From an optimization exercise on the open Yosys and OpenROAD flow, aimed at small area and a short achievable clock period; shortcuts taken in it are not production practice. The flow treats the clock pin as an ideal source, which a real chip does not have.

==> flow/design.v (excerpt) <==
module trk_lane_rx (
    input  wire        clk,
    input  wire        rst,           
    input  wire        blk_valid,
    input  wire [1:0]  blk_sh,        
    input  wire [63:0] blk_pl,        
    input  wire [2:0]  cfg_lane,
    input  wire [1:0]  cfg_step,
    output reg         locked,
    output reg         dat_valid,
    output wire [7:0]  dat_idx,
    output wire [63:0] dat_pl,
    output reg         hdr_valid,
    output reg         hdr_ok,
    output reg  [47:0] hdr_fcnt,
    output reg  [15:0] hdr_claim,
    output reg  [3:0]  hdr_ql,
    output reg  [1:0]  hdr_step,
    output reg  [2:0]  hdr_state,
    output reg  [7:0]  hdr_msg,
    output reg         crc_valid,
    output reg         crc_ok
);
Size: roughly 1,000 cells after synthesis, about 260 flip-flops, ~230 I/O pins, about 0.013 mm2 of cells after synthesis.
==> flow/config.mk <==
export PLATFORM = sky130hd
export DESIGN_NAME = trk_lane_rx
export DESIGN_NICKNAME = trk_lane_rx
export VERILOG_FILES = /design/flow/design.v
export SDC_FILE = /design/flow/constraint.sdc
export NUM_CORES = 4
export LEC_CHECK = 0
export CAP_MARGIN = 20
export CORE_MARGIN = 2
export CORE_UTILIZATION = 40
export SLEW_MARGIN = 20
==> flow/constraint.sdc <==
create_clock -name core_clock -period 13.5 [get_ports {clk}]
set_input_delay 2.7000 -clock core_clock [delete_from_list [all_inputs] [get_ports {clk}]]
set_output_delay 2.7000 -clock core_clock [all_outputs]
set_load 0.01 [all_outputs]
standard.sh (not shown) runs the stock make flow with config.mk's settings and CLKGATE_MAP_FILE= SYNTH_SCRIPT=/design/flow/synth_recipe.tcl, a recipe that flattens the netlist after the stock synthesis.
==> flow/flow/run.sh <==
#!/bin/bash
# Layout: the standard ORFS flow (standard.sh) with extra make settings from flow/params.sh:
# a smaller port-buffer cell, timing repair aimed at a tighter setup margin, smaller clock-tree
# clusters, and a two-level clock tree (flow/cts_post.tcl), and a buffer between each output flip-flop and its other loads (flow/resize_pre.tcl).
set -euo pipefail
source flow/params.sh
bash standard.sh "${ARGS[@]}" "POST_CTS_TCL=$PWD/flow/cts_post.tcl" "PRE_RESIZE_TCL=$PWD/flow/resize_pre.tcl" finish > standard_flow.log 2>&1
Other scripts of this flow, unchanged in this note and not shown: flow/flow/cts_post.tcl, flow/flow/params.sh, flow/flow/resize_pre.tcl
Then changed:
--- a/flow/design.v
+++ b/flow/design.v
@@ -22,25 +22,24 @@
     output reg         crc_ok
 );
     reg  [57:0]  hist;
     wire [121:0] sbits = {blk_pl, hist};
     reg  [63:0]  desc;
     integer k;
     always @* for (k = 0; k < 64; k = k + 1) desc[k] = sbits[58 + k] ^ sbits[19 + k] ^ sbits[k];
     reg        lk;          
     reg        prev_hdr;    
     reg        bad_prev;    
     reg        have_prev;   
     reg  [7:0] cnt;         
-    reg        rl;          
     reg  [1:0] win;         
     reg  [4:0] err;         
     reg [63:0] dreg;        
     reg        t1_b0;       
     reg        t1_b1;       
     reg        t1_sh;       
     reg        t1_ls;       
     reg        t1_se;       
     reg        ok0;         
     reg [7:0]  z8;          
     reg [15:0] c16;         
     assign dat_pl  = dreg;
@@ -471,66 +470,63 @@
     assign f16[11] = p_238;
     assign f16[12] = p_246;
     assign f16[13] = p_254;
     assign f16[14] = p_261;
     assign f16[15] = p_269;
     wire hdr_good = ok0 && t1_sh && t1_ls && (dreg[7:0] == 8'h47) && (f8 == z8);
     wire hdr_lost = t1_b1 && bad_prev && !hdr_good;
     wire t1_take  = dat_valid || t1_b0 || t1_b1;
     wire se_lost  = t1_take && t1_se && (err == 5'd31);
     wire lk_eff   = lk && !hdr_lost && !se_lost;
     wire is_hdr   = (blk_sh == 2'b01);
     wire is_dat   = (blk_sh == 2'b10);
-    wire nb0      = !rl && (cnt == 8'd255);     
-    wire nb1      = !rl && (cnt == 8'd0);       
+    wire nb0      = (cnt == 8'd255);     
+    wire nb1      = (cnt == 8'd0);       
     wire take     = blk_valid && lk_eff;
     wire hp       = is_hdr && prev_hdr;
     wire lock_now = blk_valid && !lk_eff && hp;
-    wire [7:0] cnt_inc = rl ? 8'd2 : cnt + 8'd1;
     always @(posedge clk) begin
         if (blk_valid) hist <= blk_pl[63:6];
         dreg   <= desc;
         t1_sh  <= is_hdr;
         t1_se  <= (nb0 || nb1) ? !is_hdr : !is_dat;
         t1_ls  <= (desc[30:28] == cfg_lane) && (desc[33:32] == cfg_step);
         hdr_claim <= dreg[23:8];
         hdr_ql    <= dreg[27:24];
         hdr_step  <= dreg[33:32];
         hdr_state <= dreg[36:34];
         hdr_msg   <= dreg[47:40];
         hdr_ok    <= hdr_good;
         crc_ok    <= (dreg[63:48] == c16);
         if (t1_b0) begin
             z8  <= zin;
             ok0 <= t1_sh && (dreg[7:0] == 8'hB8);
             hdr_fcnt <= dreg[55:8];
         end
         if (dat_valid) c16 <= f16;
-        if (blk_valid) cnt <= (!lk && hp) ? 8'd1 : cnt_inc;
-        else if (rl) cnt <= 8'd1;
+        if (blk_valid) cnt <= (!lk_eff && hp) ? 8'd1 : cnt + 8'd1;
         if (lock_now) begin
             win <= 2'd0; err <= 5'd0; bad_prev <= 1'b0; have_prev <= 1'b0;
         end else begin
             if (t1_take) begin
                 if (t1_b1) win <= win + 2'd1;
                 err <= (t1_b1 && win == 2'd3) ? 5'd0 : err + {4'd0, t1_se};
             end
             if (t1_b1) bad_prev <= !hdr_good;
-            if (dat_valid && cnt == 8'd255) have_prev <= 1'b1;
+            if (take && cnt == 8'd254) have_prev <= 1'b1;
         end
         if (rst) begin
-            lk <= 1'b0; prev_hdr <= 1'b0; locked <= 1'b0; rl <= 1'b0;
+            lk <= 1'b0; prev_hdr <= 1'b0; locked <= 1'b0;
             dat_valid <= 1'b0; t1_b0 <= 1'b0; t1_b1 <= 1'b0;
             hdr_valid <= 1'b0; crc_valid <= 1'b0;
         end else begin
             if (blk_valid) prev_hdr <= is_hdr;
             lk        <= lk_eff || lock_now;
-            rl        <= lk && !lk_eff && lock_now;
             locked    <= lk_eff;
             dat_valid <= take && !nb0 && !nb1;
             t1_b0     <= take && nb0;
             t1_b1     <= take && nb1;
             hdr_valid <= t1_b1;
             crc_valid <= t1_b1 && hdr_good && have_prev;
         end
     end
 endmodule
Worst setup slack gets better by 0.0045 ns.
Utilization goes up by 0.17 points.
Sequential cell count goes down by 1.
Design area stays flat.
No run of this note included a check of the RTL's function; only the layout flow was run.

==> separate check: timing with driven ports <==
Ports are ideal in the flow. The routed layouts listed here were re-timed in OpenROAD. Step 1 (the two cells are an assumption about what drives the block):
set clk [get_ports {clk}]
set_driving_cell -lib_cell sky130_fd_sc_hd__clkbuf_16 $clk
set_driving_cell -lib_cell sky130_fd_sc_hd__buf_2 [delete_from_list [all_inputs] $clk]
Step 2 also shifts input and output timing later by t, the mid clock arrival at the registers, as if the neighbouring blocks saw the same clock. Three values: no drivers, after step 1, after step 2; two values: the first two.
| run | t (ns) | setup WS [ns] | pins driven straight from the clock port |
|---|---|---|---|
| the first run | 0.433 | 9.652 / 9.673 / 9.270 | 2 |
| the second run | 0.431 | 9.656 / 9.588 / 9.285 | 2 |
After both steps every run listed still meets setup and hold. The setup slack of the first run, which loses most, moves by +0.021 ns with the drivers and by -0.382 ns with both steps.
